Context: an optimization exercise on an open-source flow, tuned for small area, a short achievable clock period and few clock cycles per item. The choices shown serve that exercise and are no tape-out recipe.
No run shown here included a check of the RTL's function; only the layout flow was run.
Power is estimated from default activity; no workload was simulated.

$ cat design/flow/design.v
module walk_corr (
    input  wire         clk,
    input  wire         rst,
    input  wire         in_valid,
    output wire         in_ready,
    input  wire [23:0]  in_t_lo,
    input  wire [23:0]  in_t_l,
    input  wire [15:0]  in_tot_lo,
    input  wire [1:0]   in_level,
    input  wire [9:0]   in_thr_lo,
    input  wire [9:0]   in_thr_mid,
    input  wire [9:0]   in_thr_hi,
    input  wire         in_has_fall,
    input  wire         in_fall_en,
    input  wire         in_walk_en,
    input  wire [511:0] lut,
    output reg          out_valid,
    output reg  [23:0]  out_t_c,
    output reg          out_nowalk
);
    wire nowalk_i = !in_has_fall || !in_fall_en;
    wire pass_i   = !in_walk_en || nowalk_i;
    wire c_ml = in_thr_mid > in_thr_lo;
    wire c_hl = in_thr_hi  > in_thr_lo;
    wire c_hm = in_thr_hi  > in_thr_mid;
    wire lvl1 = (in_level == 2'd1);
    wire two_i  = lvl1 ? c_ml : (in_level != 2'd0) && (c_ml || c_hl);
    wire sel_hi = !lvl1 && (c_ml ? c_hm : c_hl);
    wire [9:0] d_mid = in_thr_mid - in_thr_lo;
    wire [9:0] d_hi  = in_thr_hi  - in_thr_lo;
    wire [9:0] d_i   = sel_hi ? d_hi : d_mid;
    wire [23:0] diff_i = in_t_l - in_t_lo;
    wire big_i = (diff_i[23:21] != 3'd0) && (in_thr_lo != 10'd0);
    wire [7:0] bin    = in_tot_lo[15:8];
    wire       top    = (bin >= 8'd31);
    wire [4:0] idx    = top ? 5'd31 : bin[4:0];
    wire [7:0] frac_i = top ? 8'd0 : in_tot_lo[7:0];
    wire [3:0] j_o    = idx[4:1];
    wire [3:0] j_e    = idx[4:1] + {3'd0, idx[0]};
    wire [15:0] ev    = lut[32*j_e +: 16];
    wire [15:0] ov    = lut[32*j_o + 16 +: 16];
    wire [15:0] lut0  = idx[0] ? ov : ev;
    wire [15:0] lut1  = idx[0] ? ev : ov;
    wire [16:0] delta = {1'b0, lut1} - {1'b0, lut0};
    wire div_i = two_i && !pass_i;
    reg         a_v, a_pass, a_div, a_big, a_nw;
    reg  [23:0] a_tlo;
    reg  [9:0]  a_x;       
    reg  [21:0] a_y;       
    reg  [15:0] a_k;       
    reg         b_v, b_nw;
    reg  [1:0]  b_cnt;     
    reg         b_first;   
    reg         b_hiz;     
    reg  [23:0] b_tlo;
    reg  [11:0] b_w;       
    reg  [9:0]  b_r;       
    reg  [10:0] b_n;       
    reg  [9:0]  b_d;
    wire b_busy = (b_cnt != 2'd0);
    wire [24:0] k_add = a_div ? {16'd0, a_k[9:1]} : {1'b0, a_k, 8'h80};
    wire signed [33:0] mac = $signed({1'b0, a_x}) * $signed(a_y) + $signed({1'b0, k_add});
    wire [31:0] m = mac[31:0];
    wire [15:0] w_t = mac[23:8];
    wire [11:0] w_tab = (w_t[15:11] != 5'd0) ? 12'h800 : {1'b0, w_t[10:0]};
    wire sat = b_first && (!b_hiz || (b_r >= b_d));
    reg  [10:0] t;
    reg  [9:0]  r;
    reg  [10:0] n;
    reg  [3:0]  q;
    integer k;
    always @(*) begin
        r = b_r;
        n = b_n;
        q = 4'd0;
        for (k = 0; k < 4; k = k + 1) begin
            if (k == 0 && b_first) begin
                t = {1'b0, r};
            end else begin
                t = {r, n[10]};
                n = {n[9:0], 1'b0};
            end
            q = {q[2:0], (t >= {1'b0, b_d})};
            r = q[0] ? (t - {1'b0, b_d}) : t[9:0];
        end
    end
    assign in_ready = !(a_v && a_div) && !(b_cnt[1] && !sat);
    wire [24:0] tc = {1'b0, b_tlo} - {13'd0, b_w};
    always @(posedge clk) begin
        a_v    <= in_valid && in_ready && !rst;
        a_pass <= pass_i;
        a_div  <= div_i;
        a_big  <= big_i;
        a_nw   <= nowalk_i;
        a_tlo  <= in_t_lo;
        a_x    <= div_i ? in_thr_lo : {2'b00, frac_i};
        a_y    <= div_i ? {1'b0, diff_i[20:0]} : {{5{delta[16]}}, delta};
        a_k    <= div_i ? {6'd0, d_i} : lut0;
        if (rst) begin
            b_v   <= 1'b0;
            b_cnt <= 2'd0;
        end else if (!b_busy) begin
            b_v     <= a_v;
            b_nw    <= a_nw;
            b_tlo   <= a_tlo;
            b_d     <= a_k[9:0];
            b_hiz   <= (m[31:21] == 11'd0);
            b_r     <= m[20:11];
            b_n     <= m[10:0];
            b_first <= 1'b1;
            if (a_pass) begin
                b_w   <= 12'd0;
                b_cnt <= 2'd0;
            end else if (a_div) begin
                b_w   <= 12'h800;
                b_cnt <= (a_v && !a_big) ? 2'd3 : 2'd0;
            end else begin
                b_w   <= w_tab;
                b_cnt <= 2'd0;
            end
        end else begin
            b_first <= 1'b0;
            if (sat) begin
                b_w   <= 12'h800;
                b_cnt <= 2'd0;
            end else begin
                b_w   <= {b_w[7:0], q};
                b_r   <= r;
                b_n   <= n;
                b_cnt <= b_cnt - 2'd1;
            end
        end
        out_valid  <= !rst && b_v && !b_busy;
        out_t_c    <= tc[24] ? 24'd0 : tc[23:0];
        out_nowalk <= b_nw;
    end
endmodule
$ cat design/flow/config.mk
export PLATFORM = sky130hd
export DESIGN_NAME = walk_corr
export DESIGN_NICKNAME = walk_corr
export VERILOG_FILES = /design/flow/design.v
export SDC_FILE = /design/flow/constraint.sdc
export NUM_CORES = 4
export LEC_CHECK = 0
export CAP_MARGIN = 20
export CORE_MARGIN = 2
export CORE_UTILIZATION = 40
export SLEW_MARGIN = 20
$ cat design/flow/constraint.sdc
create_clock -name core_clock -period 13.0 [get_ports {clk}]
set_input_delay 2.6000 -clock core_clock [delete_from_list [all_inputs] [get_ports {clk}]]
set_output_delay 2.6000 -clock core_clock [all_outputs]
set_load 0.01 [all_outputs]
$ cat design/flow/run.sh
#!/bin/bash
# synth_recipe.tcl (not shown) runs the flow's synth.tcl, then flattens the netlist and writes it again
# the make line also repeats each setting of config.mk as NAME=value (left out here)
make -C /OpenROAD-flow-scripts/flow DESIGN_CONFIG=/design/flow/config.mk WORK_HOME=/design/flow/orfs CLKGATE_MAP_FILE= SYNTH_SCRIPT=/design/flow/synth_recipe.tcl finish
==> impl_metrics.prom, run 1 <==
# TYPE chip_impl_metric gauge
chip_impl_metric{name="power.combinational.fraction",unit=""} 0.789
chip_impl_metric{name="detailedPlace.worstSlack",unit="ps"} 2180
chip_impl_metric{name="stdcell_count",unit=""} 4233
chip_impl_info{name="synth_area_leader",value="fa_1"} 1
chip_impl_metric{name="worst_hold_margin",unit="ps"} 346
chip_impl_metric{name="portBuffers",unit=""} 640
chip_impl_metric{name="asyncSetResetFlopFracSynth",unit=""} 0
chip_impl_metric{name="worst_clock_skew",unit="ps"} 13.6
chip_impl_metric{name="clock_tree.buffer_depth",unit=""} 2
chip_impl_metric{name="postLayoutSetupSlackWorst",unit="ps"} 2440
chip_impl_metric{name="start_util",unit=""} 0.404
chip_impl_metric{name="multi_input_logic_area",unit="um2"} 18800
chip_impl_metric{name="power.density_cell_area",unit="nW/um2"} 206
chip_impl_metric{name="final_area",unit="um2"} 32700
chip_impl_metric{name="internal_power",unit="mW"} 3.37
chip_impl_metric{name="drt-total-wl",unit="mm"} 126
chip_impl_metric{name="numCtsBuffers",unit=""} 17
chip_impl_metric{name="drive_above_1_share",unit=""} 0.0613
chip_impl_metric{name="tightestPinTransition",unit="ps"} 1340
chip_impl_metric{name="route.detailed.vias_per_inst",unit=""} 5.83
chip_impl_metric{name="cts.htree.levels",unit=""} 4
chip_impl_metric{name="synth.yosys.seq_area_share",unit=""} 0.170
chip_impl_metric{name="p_leak",unit="nW"} 14.2
chip_impl_metric{name="post_cts.resized_instances",unit=""} 0
chip_impl_info{name="clock_tree.root_cell",value="clkbuf_16"} 1
chip_impl_metric{name="dpl-instance-area",unit="um2"} 32000
chip_impl_metric{name="route.antenna.remaining_nets",unit=""} 0
chip_impl_metric{name="synth_top_area_share",unit=""} 0.179
chip_impl_metric{name="clk_latency",unit="ps"} 480
chip_impl_metric{name="number_of_flops_mapped_to_enable_cells_by_yosys",unit=""} 70
chip_impl_info{name="rsz0062_at_grt",value="no"} 1
chip_impl_metric{name="place.detailed.hpwl",unit="mm"} 109
chip_impl_metric{name="min_period",unit="ps"} 10560
chip_impl_metric{name="detailedRoute.firstIterationViolations",unit=""} 2776
chip_impl_metric{name="netSwitchingFraction",unit=""} 0.500
chip_impl_metric{name="grt_use_total",unit=""} 0.389
chip_impl_info{name="clock_tree_from_tritoncts",value="built"} 1
chip_impl_metric{name="grt_max_degree",unit=""} 65
chip_impl_metric{name="fillerInstances",unit=""} 5710
chip_impl_metric{name="max_fo_critical_path",unit=""} 27
chip_impl_metric{name="area_growth_syn_to_layout",unit="%"} 31.6
chip_impl_metric{name="relSlewSlack",unit=""} 0.0977
chip_impl_info{name="outcome",value="no timing/DRC/antenna violations"} 1
chip_impl_metric{name="placeableCoreArea",unit="um2"} 61500
chip_impl_metric{name="first_global_vias",unit=""} 24400
chip_impl_metric{name="post-route-period-util",unit=""} 0.812
chip_impl_metric{name="total_die_area",unit="um2"} 64100
chip_impl_metric{name="whs_path_depth",unit=""} 0
chip_impl_metric{name="layout.nets",unit=""} 4453
chip_impl_metric{name="critPathMaxStageDelay",unit="ps"} 560
chip_impl_metric{name="post-cts-setup-buffers",unit=""} 0
chip_impl_metric{name="yosys_register_bits",unit=""} 176
chip_impl_metric{name="die-width",unit="um"} 253
chip_impl_metric{name="layout.core_utilization",unit=""} 0.531
chip_impl_metric{name="total_power",unit="mW"} 6.74
chip_impl_info{name="critPathCaptureType",value="flip-flop"} 1
chip_impl_metric{name="placed_cell_count",unit=""} 4181
chip_impl_metric{name="routed-wl-met2",unit="mm"} 50.9
chip_impl_info{name="timing.critical_path.mode_cell",value="mux2_2"} 1
chip_impl_metric{name="dr_total_vias",unit=""} 24700
chip_impl_metric{name="number_of_max_slew_violations_in_the_final_report",unit=""} 0
chip_impl_metric{name="finalWeightedCongestion",unit=""} 1.09
chip_impl_metric{name="average_wire_length_per_cell_after_detail_routing",unit="um"} 29.7
chip_impl_info{name="synth_area_leaders",value="fa_1 (18%), ha_1 (10%), dfxtp_1 (8.5%)"} 1
chip_impl_metric{name="tritoncts_num_sinks",unit=""} 176
chip_impl_metric{name="first_pass_iters",unit=""} 8
chip_impl_metric{name="floorplan.rows",unit=""} 91
chip_impl_info{name="worstHoldPathType",value="flip-flop to flip-flop"} 1
chip_impl_metric{name="pwr-share-seq",unit=""} 0.132
chip_impl_metric{name="max_cap_violations",unit=""} 0
chip_impl_metric{name="top_level_ports",unit=""} 641
chip_impl_metric{name="netlist-cell-type-count",unit=""} 78
chip_impl_metric{name="power_frac_clock",unit=""} 0.079
chip_impl_metric{name="final-setup-viol-count",unit=""} 0
chip_impl_metric{name="wirelength_met1",unit="mm"} 50.0
chip_impl_metric{name="sum_neg_setup_slack",unit="ps"} 0
chip_impl_info{name="routed.top_layer",value="met5"} 1
chip_impl_info{name="yosys_most_used_dff",value="dfxtp_1"} 1
chip_impl_info{name="layout_common_cells",value="clkdlybuf4s50_1 (640), nand2_1 (475), inv_1 (350)"} 1
chip_impl_metric{name="clk_pin_slew",unit="ps"} 80
chip_impl_metric{name="power.net_switching",unit="mW"} 3.37
chip_impl_info{name="critPathSlowestCell",value="a221o_1"} 1
chip_impl_metric{name="cp_data_required_time",unit="ps"} 13230
chip_impl_metric{name="worst_ep_arrival_time",unit="ps"} 10790
chip_impl_metric{name="vdd_ir_drop_max",unit="V"} 0.000356
chip_impl_metric{name="grt_first_pass_wirelength",unit="mm"} 174
chip_impl_metric{name="r2r_cells",unit=""} 39
chip_impl_metric{name="drc_errors",unit=""} 0
chip_impl_metric{name="grt_antenna_before_repair",unit=""} 35
chip_impl_metric{name="syn-cell-area",unit="um2"} 24800
chip_impl_metric{name="yosys_warnings",unit=""} 1
chip_impl_info{name="timing_worst_setup_path_type",value="flip-flop to flip-flop"} 1
chip_impl_metric{name="die_h",unit="um"} 253
chip_impl_metric{name="seq_area",unit="um2"} 4220
chip_impl_metric{name="postSynthAreaPerCell",unit="um2"} 8.68
chip_impl_metric{name="wl_met3",unit="mm"} 18.6
chip_impl_metric{name="synth.net_count",unit=""} 3902
chip_impl_info{name="critPathLaunchType",value="flip-flop"} 1
chip_impl_metric{name="cts_hold_repair.buffers",unit=""} 0
chip_impl_metric{name="fmaxAchievable",unit="MHz"} 94.7
chip_impl_metric{name="grt.overflow.total",unit=""} 0
chip_impl_info{name="layout_commonest_cell",value="clkdlybuf4s50_1"} 1
chip_impl_metric{name="timing_hold_violations_final",unit=""} 0
chip_impl_metric{name="synthesis.instances",unit=""} 2860
cell usage after synthesis (48+ instances only):
cell / number
a311oi_1: 48
edfxtp_1: 70
nand3_1: 102
mux4_2: 80
nand2_1: 475
ha_1: 206
and2_1: 148
o21ai_0: 94
mux2i_1: 61
inv_1: 353
clkbuf_1: 114
xnor2_1: 64
fa_1: 222
a21oi_1: 84
nor2_1: 109
dfxtp_1: 106
cell families after synthesis:
family          synth area share
compound gates             0.123
xor+xnor                  0.0367
fa+ha+maj                  0.283
buf+inv                   0.0742
flops                      0.170
mux                        0.115
simple gates               0.198
metal layers:
metal	track usage	vias to the layer above
met5	0	-
met4	0.166	4
met3	0.174	216
met2	0.550	1527
met1	0.510	12100
li1	-	10900
sequential cells by signal (all words and copies together), names as in the netlist, 10 cells and up:
register and cells:
a_k 16, a_tlo 24, a_x 10, a_y 22, b_d 10, b_n 11
b_r 10, b_tlo 24, b_w 12, out_t_c 24
power by group through the flow:
stage          clock, mW  sequential (mW)  combinational, mW
2_1_floorplan          0            0.759               3.84
3_3_place_gp           0            0.896               5.17
3_5_place_dp           0            0.894               5.21
4_1_cts            0.537            0.881               5.26
5_1_grt            0.555            0.896               5.81
6_report           0.529            0.892               5.32
final cells by class:
type                            instances  area share
Clock inverter                         13     0.00410
Sequential cell                       176       0.129
Antenna cell                           19     0.00146
Multi-Input combinational cell       2195       0.577
Inverter                              354      0.0408
Tap cell                              790      0.0303
Clock buffer                           19      0.0139
Timing Repair Buffer                  667       0.203
worst max-delay path, delay by kind of cell (launching register included):
kind	cells	cell delay [ps]
flip-flops	1	320
AND/OR/NAND/NOR	7	1120
AO/OA/AOI/OAI	17	4360
adder cells (fa/ha/maj)	4	1310
buffers and inverters	4	860
multiplexers	7	2330
path summary, 6_finish.rpt:
| kind | start | endpoint | slack, ps |
|---|---|---|---|
| hold / removal | b_nw$_DFFE_PP_ | out_nowalk$_DFF_P_ | 350 |
| setup / recovery | b_first$_DFFE_PN_ | b_r[6]$_DFFE_PP_ | 2440 |
| setup reg to reg | b_first$_DFFE_PN_ | b_r[6]$_DFFE_PP_ | 2440 |
| hold reg to reg | b_nw$_DFFE_PP_ | out_nowalk$_DFF_P_ | 350 |
==> inputs of run 2 (changes only) <==
--- a/design/flow/config.mk
+++ b/design/flow/config.mk
@@ -7,2 +7,3 @@
 export LEC_CHECK = 0
+export ABC_CLOCK_PERIOD_IN_PS = 4000
 export CAP_MARGIN = 20
@@ -10,2 +11,3 @@
 export CORE_UTILIZATION = 40
+export SETUP_SLACK_MARGIN = 5
 export SLEW_MARGIN = 20
==> run 2 against run 1 <==
Net effect:
- clock skew hardly changed
- sequential cell count is the same
- count of clock-buffer cells in the layout fell by 2
- wire length is 3.0% higher
- critical path depth up 1
- sequential share of layout area is 0.46 points lower
- critical endpoint unchanged
==> impl_metrics.prom, run 2 <==
# TYPE chip_impl_metric gauge
chip_impl_info{name="outcome",value="no timing/DRC/antenna violations"} 1
chip_impl_metric{name="grt_use_total",unit=""} 0.398
chip_impl_metric{name="tightestPinTransition",unit="ps"} 1320
chip_impl_metric{name="yosys_warnings",unit=""} 1
chip_impl_metric{name="worst_clock_skew",unit="ps"} 14.0
chip_impl_metric{name="asyncSetResetFlopFracSynth",unit=""} 0
chip_impl_metric{name="cts_hold_repair.buffers",unit=""} 0
chip_impl_metric{name="start_util",unit=""} 0.404
chip_impl_metric{name="total_die_area",unit="um2"} 64100
chip_impl_metric{name="floorplan.rows",unit=""} 91
chip_impl_metric{name="power.combinational.fraction",unit=""} 0.818
chip_impl_metric{name="wl_met3",unit="mm"} 19.0
chip_impl_metric{name="grt.overflow.total",unit=""} 0
chip_impl_info{name="worstHoldStart",value="b_nw$_DFFE_PP_"} 1
chip_impl_metric{name="synth_top_area_share",unit=""} 0.179
chip_impl_info{name="layout_commonest_cell",value="clkdlybuf4s50_1"} 1
chip_impl_metric{name="syn-cell-area",unit="um2"} 24800
chip_impl_info{name="critPathSlowestCell",value="edfxtp_1"} 1
chip_impl_metric{name="setup.reg_to_reg.worst_slack",unit="ps"} 4700
chip_impl_metric{name="total_power",unit="mW"} 7.85
chip_impl_metric{name="place.detailed.hpwl",unit="mm"} 111
chip_impl_metric{name="detailedRoute.firstIterationViolations",unit=""} 2755
chip_impl_metric{name="yosys_register_bits",unit=""} 176
chip_impl_info{name="routed.top_layer",value="met5"} 1
chip_impl_metric{name="synth.yosys.seq_area_share",unit=""} 0.170
chip_impl_metric{name="top_level_ports",unit=""} 641
chip_impl_metric{name="postLayoutSetupSlackWorst",unit="ps"} 4700
chip_impl_metric{name="routed-wl-met2",unit="mm"} 53.6
chip_impl_info{name="synth.cells.most_frequent",value="nand2_1 (475), inv_1 (353), fa_1 (222)"} 1
chip_impl_info{name="clock_tree_from_tritoncts",value="built"} 1
chip_impl_metric{name="numCtsBuffers",unit=""} 17
chip_impl_metric{name="cts.htree.levels",unit=""} 4
chip_impl_metric{name="portBuffers",unit=""} 640
chip_impl_info{name="layout_common_cells",value="clkdlybuf4s50_1 (640), nand2_1 (474), inv_1 (346)"} 1
chip_impl_metric{name="clk_pin_slew",unit="ps"} 70
chip_impl_info{name="yosys_most_used_dff",value="dfxtp_1"} 1
chip_impl_metric{name="dr_total_vias",unit=""} 24900
chip_impl_metric{name="grt_antenna_before_repair",unit=""} 42
chip_impl_metric{name="p_leak",unit="nW"} 14.7
chip_impl_info{name="worstHoldPathType",value="flip-flop to flip-flop"} 1
chip_impl_metric{name="sum_neg_setup_slack",unit="ps"} 0
chip_impl_metric{name="relSlewSlack",unit=""} 0.114
chip_impl_metric{name="clock_tree.buffer_depth",unit=""} 2
chip_impl_metric{name="worst_ep_arrival_time",unit="ps"} 8520
chip_impl_metric{name="placeableCoreArea",unit="um2"} 61500
chip_impl_metric{name="power.net_switching",unit="mW"} 3.69
chip_impl_metric{name="drt-total-wl",unit="mm"} 130
chip_impl_info{name="rsz0062_at_grt",value="yes"} 1
chip_impl_metric{name="postSynthAreaPerCell",unit="um2"} 8.68
chip_impl_info{name="synth_area_leaders",value="fa_1 (18%), ha_1 (10%), dfxtp_1 (8.5%)"} 1
chip_impl_metric{name="max_cap_violations",unit=""} 0
chip_impl_metric{name="r2r_cells",unit=""} 40
chip_impl_metric{name="drc_errors",unit=""} 0
chip_impl_metric{name="grt_max_degree",unit=""} 84
chip_impl_info{name="timing_worst_setup_path_type",value="flip-flop to flip-flop"} 1
chip_impl_metric{name="area_growth_syn_to_layout",unit="%"} 36.4
chip_impl_metric{name="finalWeightedCongestion",unit=""} 1.10
chip_impl_metric{name="detailedPlace.worstSlack",unit="ps"} 2900
chip_impl_metric{name="synthesis.instances",unit=""} 2860
chip_impl_metric{name="final-setup-viol-count",unit=""} 0
chip_impl_metric{name="critPathMaxStageDelay",unit="ps"} 430
chip_impl_info{name="holdPathEnd",value="out_nowalk$_DFF_P_"} 1
chip_impl_metric{name="netSwitchingFraction",unit=""} 0.471
chip_impl_info{name="critPathCaptureType",value="flip-flop"} 1
chip_impl_metric{name="clk_latency",unit="ps"} 470
chip_impl_metric{name="die_h",unit="um"} 253
chip_impl_info{name="synth_area_leader",value="fa_1"} 1
chip_impl_metric{name="max_fo_critical_path",unit=""} 6
chip_impl_metric{name="number_of_max_slew_violations_in_the_final_report",unit=""} 0
chip_impl_info{name="regToRegEndpoint",value="b_r[6]$_DFFE_PP_"} 1
chip_impl_metric{name="internal_power",unit="mW"} 4.16
chip_impl_metric{name="post-route-period-util",unit=""} 0.638
chip_impl_metric{name="power_frac_clock",unit=""} 0.069
chip_impl_metric{name="worst_hold_margin",unit="ps"} 356
chip_impl_info{name="reg_to_reg_critical_path_startpoint",value="b_first$_DFFE_PN_"} 1
chip_impl_metric{name="final_area",unit="um2"} 33900
chip_impl_metric{name="first_global_vias",unit=""} 24600
chip_impl_info{name="largest_registers",value="a_tlo x24, b_tlo x24, out_t_c x24"} 1
chip_impl_metric{name="layout.nets",unit=""} 4513
chip_impl_metric{name="whs_path_depth",unit=""} 0
chip_impl_metric{name="grt_first_pass_wirelength",unit="mm"} 177
chip_impl_metric{name="fmaxAchievable",unit="MHz"} 121
chip_impl_metric{name="pwr-share-seq",unit=""} 0.114
chip_impl_metric{name="route.antenna.remaining_nets",unit=""} 0
chip_impl_metric{name="synth.net_count",unit=""} 3902
chip_impl_metric{name="min_period",unit="ps"} 8300
chip_impl_metric{name="fillerInstances",unit=""} 5498
chip_impl_metric{name="number_of_flops_mapped_to_enable_cells_by_yosys",unit=""} 70
chip_impl_info{name="critPathLaunchType",value="flip-flop"} 1
chip_impl_metric{name="drive_above_1_share",unit=""} 0.0993
chip_impl_info{name="timing.critical_path.mode_cell",value="mux2_4"} 1
chip_impl_metric{name="average_wire_length_per_cell_after_detail_routing",unit="um"} 30.2
chip_impl_metric{name="tritoncts_num_sinks",unit=""} 176
chip_impl_metric{name="timing_hold_violations_final",unit=""} 0
chip_impl_metric{name="dpl-instance-area",unit="um2"} 32200
chip_impl_metric{name="wirelength_met1",unit="mm"} 52.0
chip_impl_info{name="clock_tree.root_cell",value="clkbuf_16"} 1
chip_impl_metric{name="first_pass_iters",unit=""} 6
chip_impl_metric{name="cp_data_required_time",unit="ps"} 13220
chip_impl_metric{name="netlist-cell-type-count",unit=""} 78
chip_impl_metric{name="power.density_cell_area",unit="nW/um2"} 232
chip_impl_metric{name="die-width",unit="um"} 253
chip_impl_metric{name="vdd_ir_drop_max",unit="V"} 0.000475
chip_impl_info{name="yosys.cell_count.top_type",value="nand2_1"} 1
chip_impl_metric{name="route.detailed.vias_per_inst",unit=""} 5.80
[run 2: cell families after synthesis]
| family | synth area share |
|---|---|
| buffers and inverters | 0.0742 |
| XOR/XNOR | 0.0367 |
| AO/OA/AOI/OAI | 0.123 |
| AND/OR/NAND/NOR | 0.198 |
| flip-flops | 0.170 |
| multiplexers | 0.115 |
| adder cells (fa/ha/maj) | 0.283 |
[run 2: cell type report]
class | instances | area [um2] | share of cell area
Antenna cell | 15 | 37.5 | 0.00111
Clock inverter | 15 | 190 | 0.00562
Multi-Input combinational cell | 2195 | 19400 | 0.574
Clock buffer | 17 | 425 | 0.0126
Tap cell | 790 | 988 | 0.0292
Timing Repair Buffer | 726 | 7200 | 0.213
Inverter | 354 | 1360 | 0.0401
Timing Repair inverter | 1 | 8.76 | 0.000259
Sequential cell | 176 | 4230 | 0.125
[run 2: stage by stage]
| step | util | instances |
|---|---|---|
| finish | 0.551 | 4289 |
| global route | 0.551 | 4285 |
| CTS | 0.543 | 4254 |
| detailed placement | 0.524 | 4177 |
| global placement | 0.524 | 4177 |
| floorplan | - | 2860 |
[run 2: worst max path at each step]
stage                            startpoint  cells past startpoint  slack [ps]                to
final                     b_first$_DFFE_PN_                     40        4700  b_r[6]$_DFFE_PP_
after global routing      b_first$_DFFE_PN_                     40        4420  b_r[6]$_DFFE_PP_
after CTS                 b_first$_DFFE_PN_                     40        4640  b_r[6]$_DFFE_PP_
after detailed placement      in_tot_lo[13]                     20        2900   a_y[17]$_DFF_P_
after global placement        in_tot_lo[13]                     20        3100   a_y[17]$_DFF_P_
after floorplan           b_first$_DFFE_PN_                     41        4980  b_r[6]$_DFFE_PP_
[run 2: timing repair]
action	in CTS	in global routing
gates cloned	1	1
gates resized for setup	43	53
setup endpoints to repair	31	20
buffers inserted	44	18
pin swaps	22	18
[run 2: power groups by stage]
stage	Sequential, mW	Combinational (mW)	Clock [mW]
floorplan	0.760	4.07	0
global placement	0.890	5.26	0
detailed placement	0.891	5.34	0
finish	0.892	6.42	0.540
CTS	0.880	5.84	0.548
global route	0.896	6.88	0.566
[run 2: critical path, delay by kind of cell, from the launching register on]
kind | cells | cell delay [ps]
multiplexers | 7 | 2010
flip-flops | 1 | 430
buffers and inverters | 5 | 600
AO/OA/AOI/OAI | 17 | 3130
adder cells (fa/ha/maj) | 4 | 910
AND/OR/NAND/NOR | 7 | 920
[run 2: layer usage]
layer,vias up,global-route usage
li1,11000,-
met1,12200,0.524
met2,1490,0.573
met3,173,0.177
met4,4,0.143
met5,-,0
==> inputs of run 3 (changes only) <==
--- a/design/flow/design.v
+++ b/design/flow/design.v
@@ -57,3 +57,3 @@
     reg  [9:0]  b_r;       
-    reg  [10:0] b_n;       
+    reg  [11:0] b_n;       
     reg  [9:0]  b_d;
@@ -61,3 +61,29 @@
     wire [24:0] k_add = a_div ? {16'd0, a_k[9:1]} : {1'b0, a_k, 8'h80};
-    wire signed [33:0] mac = $signed({1'b0, a_x}) * $signed(a_y) + $signed({1'b0, k_add});
+    reg  [33:0] row [0:5];
+    reg  [33:0] negv;
+    reg  [22:0] bm, bp;
+    reg         bneg, bone, btwo, bx0;
+    integer     bi;
+    always @(*) begin
+        negv = 34'd0;
+        for (bi = 0; bi < 6; bi = bi + 1) begin
+            bx0  = (bi == 0) ? 1'b0 : a_x[2*bi-1];
+            if (bi == 5) begin
+                bneg = 1'b0;
+                bone = bx0;
+                btwo = 1'b0;
+            end else begin
+                bneg = a_x[2*bi+1] & ~(a_x[2*bi] & bx0);
+                bone = a_x[2*bi] ^ bx0;
+                btwo = (a_x[2*bi+1] & ~a_x[2*bi] & ~bx0) | (~a_x[2*bi+1] & a_x[2*bi] & bx0);
+            end
+            bm = bone ? {a_y[21], a_y} : (btwo ? {a_y, 1'b0} : 23'd0);
+            bp = bneg ? ~bm : bm;
+            row[bi] = {11'd0, ~bp[22], bp[21:0]} << (2*bi);
+            negv[2*bi] = bneg;
+        end
+    end
+    localparam [33:0] BOOTH_C = 34'h0 - 34'h155400000;
+    wire [33:0] mac = row[0] + row[1] + row[2] + row[3] + row[4] + row[5] + negv
+                      + BOOTH_C + {9'd0, k_add};
     wire [31:0] m = mac[31:0];
@@ -65,6 +91,6 @@
     wire [11:0] w_tab = (w_t[15:11] != 5'd0) ? 12'h800 : {1'b0, w_t[10:0]};
-    wire sat = b_first && (!b_hiz || (b_r >= b_d));
     reg  [10:0] t;
+    reg  [11:0] s;
     reg  [9:0]  r;
-    reg  [10:0] n;
+    reg  [11:0] n;
     reg  [3:0]  q;
@@ -76,13 +102,11 @@
         for (k = 0; k < 4; k = k + 1) begin
-            if (k == 0 && b_first) begin
-                t = {1'b0, r};
-            end else begin
-                t = {r, n[10]};
-                n = {n[9:0], 1'b0};
-            end
-            q = {q[2:0], (t >= {1'b0, b_d})};
-            r = q[0] ? (t - {1'b0, b_d}) : t[9:0];
+            t = {r, n[11]};
+            n = {n[10:0], 1'b0};
+            s = {1'b0, t} - {2'b00, b_d};
+            q = {q[2:0], !s[11]};
+            r = q[0] ? s[9:0] : t[9:0];
         end
     end
-    assign in_ready = !(a_v && a_div) && !(b_cnt[1] && !sat);
+    wire sat = b_first && (!b_hiz || q[3]);
+    assign in_ready = !(a_v && a_div && !a_big) && !(b_cnt[1] && !sat);
     wire [24:0] tc = {1'b0, b_tlo} - {13'd0, b_w};
@@ -106,5 +130,5 @@
             b_d     <= a_k[9:0];
-            b_hiz   <= (m[31:21] == 11'd0);
-            b_r     <= m[20:11];
-            b_n     <= m[10:0];
+            b_hiz   <= (m[31:22] == 10'd0);
+            b_r     <= m[21:12];
+            b_n     <= m[11:0];
             b_first <= 1'b1;
==> design/flow/flow/run.sh (new file) <==
#!/bin/bash
# The standard layout, with the smallest buffer (buf_1) on every input and
# output port instead of the one buffer_ports picks by default.
set -euo pipefail
export BUFFER_PORTS_ARGS="-buffer_cell sky130_fd_sc_hd__buf_1"
bash standard.sh > standard_flow.log 2>&1
==> design/flow/standard.sh (new file) <==
#!/bin/bash
# synth_recipe.tcl (not shown) runs the flow's synth.tcl, then flattens the netlist and writes it again
# the make line also repeats each setting of config.mk as NAME=value (left out here)
make -C /OpenROAD-flow-scripts/flow DESIGN_CONFIG=/design/flow/config.mk WORK_HOME=/design/flow/orfs CLKGATE_MAP_FILE= SYNTH_SCRIPT=/design/flow/synth_recipe.tcl "${@:-finish}"
removed: design/flow/run.sh
==> run 3 against run 2 <==
Net effect:
- sequential cell count is 1 higher
- critical path depth is 1 lower
- count of clock-buffer cells in the layout is the same
- worst hold slack gained 5.6 ps
- via count fell by 6.1%
- wire length shrank 5.7%
- sequential power is about 10% higher
- combinational power increased by 37%
- area after synthesis decreased by 6.4%
- sequential share of layout area rose by 2.7 points
- critical path type unchanged
- largest power group unchanged
==> impl_metrics.prom, run 3 <==
# TYPE chip_impl_metric gauge
chip_impl_info{name="timing_worst_setup_path_type",value="flip-flop to flip-flop"} 1
chip_impl_metric{name="finalWeightedCongestion",unit=""} 1.08
chip_impl_metric{name="die_h",unit="um"} 245
chip_impl_metric{name="critical_path_buf_inv_count",unit=""} 6
chip_impl_metric{name="p_leak",unit="nW"} 11.0
chip_impl_info{name="timing.critical_path.mode_cell",value="ha_4"} 1
chip_impl_metric{name="grt_max_degree",unit=""} 129
chip_impl_metric{name="numCtsBuffers",unit=""} 17
chip_impl_metric{name="fmaxAchievable",unit="MHz"} 125
chip_impl_metric{name="power.density_cell_area",unit="nW/um2"} 369
chip_impl_metric{name="min_period",unit="ps"} 8000
chip_impl_metric{name="area_growth_syn_to_layout",unit="%"} 20.6
chip_impl_metric{name="drc_errors",unit=""} 0
chip_impl_metric{name="detailedRoute.firstIterationViolations",unit=""} 2599
chip_impl_info{name="worstHoldPathType",value="flip-flop to flip-flop"} 1
chip_impl_info{name="largest_registers",value="a_tlo x24, b_tlo x24, out_t_c x24"} 1
chip_impl_metric{name="worst_clock_skew",unit="ps"} 16.6
chip_impl_metric{name="netlist-cell-type-count",unit=""} 87
chip_impl_metric{name="total_die_area",unit="um2"} 60000
chip_impl_metric{name="cts.htree.levels",unit=""} 4
chip_impl_metric{name="portBuffers",unit=""} 640
chip_impl_metric{name="first_pass_iters",unit=""} 5
chip_impl_info{name="clock_tree.root_cell",value="clkbuf_16"} 1
chip_impl_metric{name="synth.net_count",unit=""} 3489
chip_impl_metric{name="first_global_vias",unit=""} 22600
chip_impl_metric{name="yosys_register_bits",unit=""} 177
chip_impl_metric{name="grt_first_pass_wirelength",unit="mm"} 166
chip_impl_metric{name="dr_total_vias",unit=""} 23300
chip_impl_metric{name="post-route-period-util",unit=""} 0.615
chip_impl_metric{name="worst_ep_arrival_time",unit="ps"} 8200
chip_impl_metric{name="number_of_flops_mapped_to_enable_cells_by_yosys",unit=""} 71
chip_impl_metric{name="seq_area",unit="um2"} 4260
chip_impl_metric{name="grt.overflow.total",unit=""} 0
chip_impl_metric{name="grt_use_total",unit=""} 0.399
chip_impl_info{name="synth_area_leader",value="ha_1"} 1
chip_impl_info{name="outcome",value="no timing/DRC/antenna violations"} 1
chip_impl_metric{name="drt-total-wl",unit="mm"} 122
chip_impl_info{name="layout_commonest_cell",value="buf_1"} 1
chip_impl_metric{name="tightestPinTransition",unit="ps"} 1360
chip_impl_metric{name="multi_input_logic_area",unit="um2"} 18100
chip_impl_metric{name="vdd_ir_drop_max",unit="V"} 0.000705
chip_impl_info{name="critPathSlowestCell",value="edfxtp_1"} 1
chip_impl_metric{name="place.detailed.hpwl",unit="mm"} 104
chip_impl_metric{name="route.antenna.remaining_nets",unit=""} 0
chip_impl_metric{name="max_cap_violations",unit=""} 0
chip_impl_info{name="yosys_most_used_dff",value="dfxtp_1"} 1
chip_impl_metric{name="synth.yosys.seq_area_share",unit=""} 0.183
chip_impl_metric{name="total_power",unit="mW"} 10.3
chip_impl_metric{name="postSynthAreaPerCell",unit="um2"} 9.08
chip_impl_metric{name="syn-cell-area",unit="um2"} 23200
chip_impl_info{name="clock_tree_from_tritoncts",value="built"} 1
chip_impl_metric{name="critPathMaxStageDelay",unit="ps"} 440
chip_impl_metric{name="route.detailed.vias_per_inst",unit=""} 5.95
chip_impl_metric{name="top_level_ports",unit=""} 641
chip_impl_info{name="critPathCaptureType",value="flip-flop"} 1
chip_impl_metric{name="synthesis.instances",unit=""} 2557
chip_impl_metric{name="sum_neg_setup_slack",unit="ps"} 0
chip_impl_metric{name="clk_pin_slew",unit="ps"} 80
chip_impl_metric{name="max_fo_critical_path",unit=""} 8
chip_impl_metric{name="synth_top_area_share",unit=""} 0.111
chip_impl_metric{name="yosys_warnings",unit=""} 2
chip_impl_info{name="layout_common_cells",value="buf_1 (639), nor2_1 (214), inv_1 (213)"} 1
chip_impl_metric{name="tritoncts_num_sinks",unit=""} 177
chip_impl_metric{name="clock_tree.buffer_depth",unit=""} 2
chip_impl_metric{name="cp_data_required_time",unit="ps"} 13200
chip_impl_metric{name="placeableCoreArea",unit="um2"} 57600
chip_impl_metric{name="timing_hold_violations_final",unit=""} 0
chip_impl_info{name="critPathLaunchType",value="flip-flop"} 1
chip_impl_metric{name="layout.nets",unit=""} 4077
chip_impl_metric{name="drive_above_1_share",unit=""} 0.111
chip_impl_metric{name="grt_antenna_before_repair",unit=""} 26
chip_impl_metric{name="average_wire_length_per_cell_after_detail_routing",unit="um"} 31.1
chip_impl_metric{name="floorplan.rows",unit=""} 88
chip_impl_metric{name="number_of_max_slew_violations_in_the_final_report",unit=""} 0
chip_impl_info{name="synth_area_leaders",value="ha_1 (11%), fa_1 (9.7%), edfxtp_1 (9.2%)"} 1
chip_impl_metric{name="fillerInstances",unit=""} 5579
chip_impl_metric{name="start_util",unit=""} 0.403
chip_impl_info{name="rsz0062_at_grt",value="yes"} 1
chip_impl_metric{name="final-setup-viol-count",unit=""} 0
chip_impl_info{name="timing.critical_path.max_delay_family",value="compound AO/OA/AOI/OAI gates"} 1
chip_impl_metric{name="clk_latency",unit="ps"} 470
chip_impl_metric{name="asyncSetResetFlopFracSynth",unit=""} 0
chip_impl_metric{name="relSlewSlack",unit=""} 0.0865
chip_impl_info{name="synth.cells.most_frequent",value="inv_1 (222), nor2_1 (221), ha_1 (206)"} 1
chip_impl_info{name="yosys.cell_count.top_type",value="inv_1"} 1
chip_impl_metric{name="die-width",unit="um"} 245
run 3: area by class of cell:
cell class | instances | share of cell area
Sequential cell | 177 | 0.152
Antenna cell | 3 | 0.000268
Timing Repair Buffer | 724 | 0.113
Clock inverter | 15 | 0.00777
Clock buffer | 17 | 0.0152
Inverter | 224 | 0.0302
Tap cell | 765 | 0.0342
Multi-Input combinational cell | 2001 | 0.647
run 3: final timing paths:
| kind | from | end | slack [ps] | cells after the start |
|---|---|---|---|---|
| worst max-delay path | b_r[0]$_DFFE_PP_ | b_r[4]$_DFFE_PP_ | 5000 | 39 |
| worst min register to register | b_nw$_DFFE_PP_ | out_nowalk$_DFF_P_ | 360 | 0 |
| worst max register to register | b_r[0]$_DFFE_PP_ | b_r[4]$_DFFE_PP_ | 5000 | 39 |
| worst min-delay path | b_nw$_DFFE_PP_ | out_nowalk$_DFF_P_ | 360 | 0 |
run 3: report_power, final:
| group | switching, mW | internal, mW | total (mW) |
|---|---|---|---|
| clock | 0.276 | 0.284 | 0.560 |
| combinational | 4.58 | 4.20 | 8.78 |
| sequential | 0.225 | 0.756 | 0.981 |
| total | 5.08 | 5.24 | 10.3 |
run 3: logic make-up after synthesis:
group	share of synthesized area
buffers and inverters	0.0630
and+or+nand+nor	0.124
AOI/OAI and AO/OA	0.163
xor gates and xnor gates	0.0814
DFF	0.183
muxes	0.178
adders and majority gates	0.207
run 3: stage by stage:
| stage | worst slack (ps) | utilization | hold WS (ps) | area [um2] | std cells |
|---|---|---|---|---|---|
| floorplan | 5020 | - | 323 | 23300 | 2557 |
| global placement | 3430 | 0.458 | 348 | 26400 | 3837 |
| detailed placement | 3280 | 0.459 | 349 | 26400 | 3837 |
| CTS | 4990 | 0.481 | 367 | 27700 | 3909 |
| global route | 4700 | 0.486 | 369 | 28000 | 3925 |
| finish | 5000 | 0.486 | 361 | 28000 | 3926 |
run 3: timing repair:
action,in CTS,in global routing
hold buffers,0,0
pin swaps,25,14
gates resized for setup,64,35
setup endpoints to repair,27,21
setup buffers,39,12
cloned,1,1
run 3: layer usage:
metal,vias to the layer above,share of wire,global-route usage
met3,167,0.11,0.0871
li1,10300,-,-
met5,-,0.00011,0
met2,1338,0.42,0.587
met1,11500,0.42,0.560
met4,2,0.049,0.171
==> inputs of run 4 (changes only) <==
--- a/design/flow/config.mk
+++ b/design/flow/config.mk
@@ -7,3 +7,3 @@
 export LEC_CHECK = 0
-export ABC_CLOCK_PERIOD_IN_PS = 4000
+export ABC_CLOCK_PERIOD_IN_PS = 2000
 export CAP_MARGIN = 20
==> run 4 against run 3 <==
Net effect:
- count of clock-buffer cells in the layout unchanged
- power unchanged
- first-iteration DRC count unchanged
- register-to-register slack about the same
- maximum frequency stayed put
- synthesized cell count is the same
- via count did not move
- sequential share of layout area unchanged
- die area did not move
- wire length unchanged
- global-route usage is the same
==> impl_metrics.prom, run 4 <==
# TYPE chip_impl_metric gauge
chip_impl_info{name="outcome",value="no timing/DRC/antenna violations"} 1
chip_impl_metric{name="netSwitchingFraction",unit=""} 0.492
chip_impl_metric{name="max_cap_violations",unit=""} 0
chip_impl_metric{name="vdd_ir_drop_max",unit="V"} 0.000705
chip_impl_info{name="synth_top_family_by_area",value="adder cells"} 1
chip_impl_info{name="timing.critical_path.mode_cell",value="ha_4"} 1
chip_impl_metric{name="number_of_flops_mapped_to_enable_cells_by_yosys",unit=""} 71
chip_impl_metric{name="clock_tree.buffer_depth",unit=""} 2
chip_impl_metric{name="adder_cell_share_of_the_synthesized_area",unit=""} 0.207
chip_impl_metric{name="die_h",unit="um"} 245
chip_impl_info{name="synth_area_leaders",value="ha_1 (11%), fa_1 (9.7%), edfxtp_1 (9.2%)"} 1
chip_impl_metric{name="detailedPlace.worstSlack",unit="ps"} 3280
chip_impl_info{name="worstHoldPathType",value="flip-flop to flip-flop"} 1
chip_impl_metric{name="cts.htree.levels",unit=""} 4
chip_impl_metric{name="power.density_cell_area",unit="nW/um2"} 369
chip_impl_metric{name="whs_path_depth",unit=""} 0
chip_impl_metric{name="worst_ep_arrival_time",unit="ps"} 8200
chip_impl_metric{name="power.net_switching",unit="mW"} 5.08
chip_impl_metric{name="first_pass_iters",unit=""} 5
chip_impl_info{name="reg_to_reg_critical_path_startpoint",value="b_r[0]$_DFFE_PP_"} 1
chip_impl_info{name="clock_tree.root_cell",value="clkbuf_16"} 1
chip_impl_metric{name="p_leak",unit="nW"} 11.0
chip_impl_metric{name="total_die_area",unit="um2"} 60000
chip_impl_metric{name="dr_total_vias",unit=""} 23300
chip_impl_metric{name="layout.core_utilization",unit=""} 0.486
chip_impl_metric{name="asyncSetResetFlopFracSynth",unit=""} 0
chip_impl_metric{name="drt-total-wl",unit="mm"} 122
chip_impl_info{name="yosys_most_used_dff",value="dfxtp_1"} 1
chip_impl_metric{name="postLayoutSetupSlackWorst",unit="ps"} 5000
chip_impl_metric{name="synth_top_area_share",unit=""} 0.111
chip_impl_metric{name="tritoncts_num_sinks",unit=""} 177
chip_impl_metric{name="critPathMaxStageDelay",unit="ps"} 440
chip_impl_metric{name="fillerInstances",unit=""} 5579
chip_impl_metric{name="syn-cell-area",unit="um2"} 23200
chip_impl_metric{name="power.combinational.fraction",unit=""} 0.851
chip_impl_metric{name="pwr-share-seq",unit=""} 0.095
chip_impl_metric{name="post_synth_xor_area_fraction",unit=""} 0.0814
chip_impl_info{name="holdPathEnd",value="out_nowalk$_DFF_P_"} 1
chip_impl_info{name="synth.cells.most_frequent",value="inv_1 (222), nor2_1 (221), ha_1 (206)"} 1
chip_impl_metric{name="drc_errors",unit=""} 0
chip_impl_metric{name="grt_use_total",unit=""} 0.399
chip_impl_metric{name="layout.nets",unit=""} 4077
chip_impl_info{name="largest_registers",value="a_tlo x24, b_tlo x24, out_t_c x24"} 1
chip_impl_metric{name="start_util",unit=""} 0.403
chip_impl_metric{name="r2r_cells",unit=""} 39
chip_impl_metric{name="tightestPinTransition",unit="ps"} 1360
chip_impl_info{name="clock_tree_from_tritoncts",value="built"} 1
chip_impl_metric{name="postSynthAreaPerCell",unit="um2"} 9.08
chip_impl_metric{name="simple_logic_cell_fraction_of_the_synthesized_area",unit=""} 0.124
chip_impl_metric{name="final-setup-viol-count",unit=""} 0
chip_impl_info{name="yosys.cell_count.top_type",value="inv_1"} 1
chip_impl_metric{name="synth.yosys.seq_area_share",unit=""} 0.183
chip_impl_metric{name="clk_pin_slew",unit="ps"} 80
chip_impl_metric{name="grt_antenna_before_repair",unit=""} 26
chip_impl_metric{name="route.antenna.remaining_nets",unit=""} 0
chip_impl_metric{name="drive_above_1_share",unit=""} 0.111
chip_impl_metric{name="number_of_max_slew_violations_in_the_final_report",unit=""} 0
chip_impl_metric{name="average_wire_length_per_cell_after_detail_routing",unit="um"} 31.1
chip_impl_metric{name="die-width",unit="um"} 245
chip_impl_metric{name="min_period",unit="ps"} 8000
chip_impl_info{name="rsz0062_at_grt",value="yes"} 1
chip_impl_info{name="critPathCaptureType",value="flip-flop"} 1
chip_impl_metric{name="route.detailed.vias_per_inst",unit=""} 5.95
chip_impl_metric{name="netlist-cell-type-count",unit=""} 87
chip_impl_metric{name="cts_hold_repair.buffers",unit=""} 0
chip_impl_info{name="layout_common_cells",value="buf_1 (639), nor2_1 (214), inv_1 (213)"} 1
chip_impl_metric{name="yosys_register_bits",unit=""} 177
chip_impl_metric{name="power_frac_clock",unit=""} 0.054
chip_impl_metric{name="first_global_vias",unit=""} 22600
chip_impl_metric{name="internal_power",unit="mW"} 5.24
chip_impl_info{name="synth_area_leader",value="ha_1"} 1
chip_impl_metric{name="grt.met2_usage",unit=""} 0.587
chip_impl_metric{name="portBuffers",unit=""} 640
chip_impl_metric{name="yosys_warnings",unit=""} 2
chip_impl_metric{name="fmaxAchievable",unit="MHz"} 125
chip_impl_metric{name="global_route.usage.met1",unit=""} 0.560
chip_impl_metric{name="place.detailed.hpwl",unit="mm"} 104
chip_impl_metric{name="clk_latency",unit="ps"} 470
chip_impl_metric{name="area_growth_syn_to_layout",unit="%"} 20.6
chip_impl_metric{name="synth.net_count",unit=""} 3489
chip_impl_metric{name="cp_data_required_time",unit="ps"} 13200
chip_impl_metric{name="muxShareOfSynthArea",unit=""} 0.178
chip_impl_metric{name="relSlewSlack",unit=""} 0.0865
chip_impl_metric{name="worst_hold_margin",unit="ps"} 361
chip_impl_metric{name="synth_compound_gate_area_share",unit=""} 0.163
chip_impl_metric{name="floorplan.rows",unit=""} 88
chip_impl_info{name="critPathLaunchType",value="flip-flop"} 1
chip_impl_metric{name="top_level_ports",unit=""} 641
chip_impl_info{name="worstHoldStart",value="b_nw$_DFFE_PP_"} 1
chip_impl_info{name="critPathSlowestCell",value="edfxtp_1"} 1
chip_impl_info{name="timing.critical_path.max_delay_family",value="compound AO/OA/AOI/OAI gates"} 1
chip_impl_metric{name="detailedRoute.firstIterationViolations",unit=""} 2599
chip_impl_info{name="timing_worst_setup_path_type",value="flip-flop to flip-flop"} 1
chip_impl_metric{name="grt.overflow.total",unit=""} 0
chip_impl_metric{name="worst_clock_skew",unit="ps"} 16.6
chip_impl_metric{name="finalWeightedCongestion",unit=""} 1.08
chip_impl_metric{name="grtUsageMet3",unit=""} 0.0871
chip_impl_metric{name="placeableCoreArea",unit="um2"} 57600
chip_impl_metric{name="grt_max_degree",unit=""} 129
chip_impl_metric{name="post-route-period-util",unit=""} 0.615
chip_impl_metric{name="numCtsBuffers",unit=""} 17
chip_impl_info{name="regToRegEndpoint",value="b_r[4]$_DFFE_PP_"} 1
chip_impl_metric{name="setup.reg_to_reg.worst_slack",unit="ps"} 5000
chip_impl_info{name="grt.busiest_layer",value="met2"} 1
chip_impl_info{name="layout_commonest_cell",value="buf_1"} 1
chip_impl_metric{name="max_fo_critical_path",unit=""} 8
chip_impl_info{name="startpoint",value="b_r[0]$_DFFE_PP_"} 1
chip_impl_metric{name="synthesis.instances",unit=""} 2557
chip_impl_metric{name="sum_neg_setup_slack",unit="ps"} 0
chip_impl_metric{name="total_power",unit="mW"} 10.3
chip_impl_metric{name="grt_first_pass_wirelength",unit="mm"} 166
chip_impl_metric{name="timing_hold_violations_final",unit=""} 0
chip_impl_metric{name="critical_path_buf_inv_count",unit=""} 6
==> run 4: cell counts in the layout (fill, tap and decap cells not counted) <==
Identical to the previous run, type by type.
==> run 4: what timing repair did <==
| action | in CTS | in global routing |
|---|---|---|
| gates resized for setup | 64 | 35 |
| setup buffers | 39 | 12 |
| pin swaps | 25 | 14 |
| endpoints found under the setup margin | 27 | 21 |
| cloned | 1 | 1 |
==> run 4: logic make-up after synthesis <==
logic type | Yosys count
AOI/OAI and AO/OA | 554
xor gates and xnor gates | 215
adders and majority gates | 318
buffers and inverters | 379
DFF | 177
muxes | 306
and+or+nand+nor | 608
==> run 4: stage by stage <==
| step | area (um2) | cells |
|---|---|---|
| 2_1_floorplan | 23300 | 2557 |
| 4_1_cts | 27700 | 3909 |
| 6_report | 28000 | 3926 |
| 3_3_place_gp | 26400 | 3837 |
| 3_5_place_dp | 26400 | 3837 |
| 5_1_grt | 28000 | 3925 |
==> run 4: cell type report <==
class / instances / area [um2] / area share
clock buffer: 17 / 425 / 0.0152
clock inverter: 15 / 218 / 0.00777
multi-input combinational: 2001 / 18100 / 0.647
antenna: 3 / 7.51 / 0.000268
sequential: 177 / 4260 / 0.152
timing repair buffer: 724 / 3170 / 0.113
inverter: 224 / 847 / 0.0302
tap: 765 / 957 / 0.0342
==> run 4: how the worst max path moves through the flow <==
stage	to	depth (start not counted)
after floorplan	b_r[4]$_DFFE_PP_	37
after global placement	a_y[20]$_DFF_P_	21
final	b_r[4]$_DFFE_PP_	39
after detailed placement	a_y[20]$_DFF_P_	20
after CTS	b_r[4]$_DFFE_PP_	40
after global routing	b_r[4]$_DFFE_PP_	36
==> run 4: routing by layer <==
| metal | part of all wire | wire (um) | up-vias |
|---|---|---|---|
| met5 | 0.00011 | 13 | - |
| met4 | 0.049 | 5950 | 2 |
| met3 | 0.11 | 13200 | 167 |
| met2 | 0.42 | 51400 | 1338 |
| met1 | 0.42 | 51600 | 11500 |
| li1 | - | - | 10300 |
==> run 4: power groups by stage <==
stage	clock (mW)	sequential [mW]	combinational (mW)
final	0.560	0.981	8.78
after global routing	0.587	0.991	9.48
after CTS	0.567	0.972	8.16
after detailed placement	0	0.984	6.82
after global placement	0	0.981	6.68
after floorplan	0	0.808	5.33

separate check: timing with driven ports:
Ports are ideal in the flow. The routed layouts listed here were re-timed in OpenROAD.
Step 1 sets driving cells, clkbuf_16 on the clock port and buf_2 on the other inputs (assumed; they add their load-dependent delay and slew).
Step 2 adds t to the input delays and takes it off the output delays; t is the mean of the earliest and latest rising clock arrival at the registers after step 1. Input paths then give back, and output paths get back, about the clock's delay inside the block.
Slacks: no drivers / after step 1 / after step 2; pairs: no drivers / after step 1.
run	t (ns)	setup slack, ns	hold WS [ns]
run 1	0.522	2.441 / 2.441 / 2.441	0.346 / 0.346 / 0.346
run 2	0.520	4.705 / 4.705 / 4.645	0.356 / 0.356 / 0.356
run 3	0.518	5.005 / 5.005 / 4.710	0.361 / 0.361 / 0.361
run 4	0.518	5.005 / 5.005 / 4.710	0.361 / 0.361 / 0.361
After both steps setup and hold are still met in every run listed.
